This is an optimization exercise on Yosys and OpenROAD, whose aim is small area, a short achievable clock period and few clock cycles, not a production implementation. Function was checked by simulation only, so behaviour that the tests miss may differ from the original. Power figures rest on the tool's default switching activity, not on a simulated workload.

## welt_mac
module welt_mac (
    input  wire        clk,
    input  wire        rst,         
    input  wire        in_valid,
    output wire        in_ready,
    input  wire [31:0] in_a,
    input  wire [31:0] in_b,
    input  wire        in_last,     
    input  wire        in_feed,     
    input  wire [31:0] in_ceil,     
    output wire        out_valid,
    output wire [31:0] out_f32,
    output wire        out_sat,
    output wire        out_clamped,
    output wire        out_nonfinite
);
==> flow/config.mk <==
export PLATFORM = sky130hd
export DESIGN_NAME = welt_mac
export DESIGN_NICKNAME = welt_mac
export VERILOG_FILES = /design/flow/design.v
export SDC_FILE = /design/flow/constraint.sdc
export NUM_CORES = 4
export LEC_CHECK = 0
export ABC_AREA = 1
export CAP_MARGIN = 10
export CORE_MARGIN = 2
export CORE_UTILIZATION = 70
export CTS_CLUSTER_DIAMETER = 80
export CTS_CLUSTER_SIZE = 24
export PLACE_DENSITY = 0.85
export SLEW_MARGIN = 10
==> flow/constraint.sdc <==
create_clock -name core_clock -period 24.0 [get_ports {clk}]
set_input_delay 4.8000 -clock core_clock [delete_from_list [all_inputs] [get_ports {clk}]]
set_output_delay 4.8000 -clock core_clock [all_outputs]
set_load 0.01 [all_outputs]
standard.sh (not shown) runs the stock make flow with config.mk's settings and CLKGATE_MAP_FILE= SYNTH_SCRIPT=/design/flow/synth_recipe.tcl, a recipe that flattens the netlist after the stock synthesis.
==> flow/flow/run.sh <==
#!/bin/bash
# Layout flow: the standard flow (standard synthesis, floorplan, place,
# CTS, route) with two changes in how the layout is made, the SDC being
# the design's:
#  - the port buffers are buf_2 cells (the default pick is a delay cell);
#  - repair_timing runs with a setup margin, so it works on the paths that
#    set the achieved period, and only on the worst few percent of them.
# Each step's full output is in this folder (standard.log and the ORFS
# logs under orfs/logs).
set -o pipefail
export BUFFER_PORTS_ARGS="-buffer_cell sky130_fd_sc_hd__buf_2"
export SETUP_SLACK_MARGIN=18.4
export TNS_END_PERCENT=5
bash standard.sh > standard.log 2>&1
Testbench counts at the start, summed over its fixed seeds: cycles 31,764.
Change:
Settings changed: ABC_AREA 1 to not set, CAP_MARGIN 10 to 20, CORE_UTILIZATION 70 to 40, CTS_CLUSTER_DIAMETER 80 to not set, CTS_CLUSTER_SIZE 24 to not set, PLACE_DENSITY 0.85 to 0.6, SLEW_MARGIN 10 to 20.
Final area rose by 12%.
Worst hold slack is about the same.
Setup slack is better by 28 ps.
Global-route usage fell by 15 points.
Wire length rose by about 20%.
Change:
==> flow/run.sh (new file) <==
#!/bin/bash
# synth_recipe.tcl (not shown) runs the flow's synth.tcl, then flattens the netlist and writes it again
# the make line also repeats each setting of config.mk as NAME=value (left out here)
make -C /OpenROAD-flow-scripts/flow DESIGN_CONFIG=/design/flow/config.mk WORK_HOME=/design/flow/orfs CLKGATE_MAP_FILE= SYNTH_SCRIPT=/design/flow/synth_recipe.tcl finish
removed: flow/flow/run.sh
removed: flow/standard.sh
After rerunning:
- combinational power went up slightly
- sequential share of layout area decreases by 0.26 points
- setup slack gets worse by 840 ps
- utilization is higher by 0.50 points
- wire length hardly moves
- global-route usage grows by 0.12 points
- final area is higher slightly
- sequential power stays flat
- register-to-register slack is worse by 1000 ps
- clock power goes up by a few percent
- clock skew falls by 27 ps
Change:
==> flow/flow/run.sh (new file) <==
#!/bin/bash
# Layout flow: the standard flow (standard synthesis, floorplan, place,
# CTS, route) with two changes in how the layout is made, the SDC being
# the design's:
#  - the port buffers are buf_2 cells (the default pick is a delay cell);
#  - repair_timing runs with a setup margin, so it works on the paths that
#    set the achieved period, and only on the worst few percent of them.
# Each step's full output is in this folder (standard.log and the ORFS
# logs under orfs/logs).
set -o pipefail
export BUFFER_PORTS_ARGS="-buffer_cell sky130_fd_sc_hd__buf_2"
export SETUP_SLACK_MARGIN=18.4
export TNS_END_PERCENT=5
bash standard.sh > standard.log 2>&1
==> flow/standard.sh (new file) <==
#!/bin/bash
# synth_recipe.tcl (not shown) runs the flow's synth.tcl, then flattens the netlist and writes it again
# the make line also repeats each setting of config.mk as NAME=value (left out here)
make -C /OpenROAD-flow-scripts/flow DESIGN_CONFIG=/design/flow/config.mk WORK_HOME=/design/flow/orfs CLKGATE_MAP_FILE= SYNTH_SCRIPT=/design/flow/synth_recipe.tcl "${@:-finish}"
Settings changed: ABC_AREA set to 1, CORE_UTILIZATION 40 to 50, CTS_CLUSTER_DIAMETER set to 80, CTS_CLUSTER_SIZE set to 24, PLACE_DENSITY 0.6 to 0.65.
removed: flow/run.sh
Outcome:
- The new run finished with timing, DRC and antenna clean
- final cell count climbs slightly
- area after synthesis decreases by a little under a tenth
- die area came out lower by a quarter to a third
Change:
Settings changed: CORE_UTILIZATION 50 to 40, CTS_CLUSTER_DIAMETER 80 to not set, CTS_CLUSTER_SIZE 24 to not set, PLACE_DENSITY 0.65 to 0.6.
Outcome:
- synthesized cell count does not change
- global-route usage goes down by 5.2 points
- critical path depth stays the same
- worst setup slack got worse by 37 ps
- area after synthesis is unchanged
- combinational power decreases by about 1%

==> re-timing with driven ports <==
No port has a modelled driver above. Below, the same layouts with a new extraction and two added sets of constraints.
Step 1: set_driving_cell puts a clkbuf_16 on clk and a buf_2 on each other input, an assumption about the parent block.
Step 2 also shifts input and output timing later by t, the mid clock arrival at the registers, as if the neighbouring blocks saw the same clock.
Slacks: ideal / step 1 / step 2; pairs: ideal / step 1.
| run | shift t [ns] | slack for setup (ns) | worst hold slack (ns) | clock arrival spread, ns | cell pins on the clock port's net |
|---|---|---|---|---|---|
| the first run | 0.710 | 18.052 / 17.986 / 18.276 | 0.334 / 0.334 / 0.334 | 0.042 / 0.042 | 1 |
| the second run | 0.711 | 18.080 / 18.007 / 18.245 | 0.332 / 0.332 / 0.332 | 0.083 / 0.083 | 1 |
| the third run | 0.729 | 17.244 / 17.244 / 17.244 | 0.309 / 0.309 / 0.309 | 0.060 / 0.060 | 1 |
| the fourth run | 0.661 | 18.110 / 18.040 / 18.436 | 0.333 / 0.333 / 0.333 | 0.048 / 0.049 | 1 |
| the fifth run | 0.701 | 18.074 / 18.008 / 18.398 | 0.290 / 0.290 / 0.290 | 0.053 / 0.053 | 1 |
After both steps setup and hold are still met in every run listed.
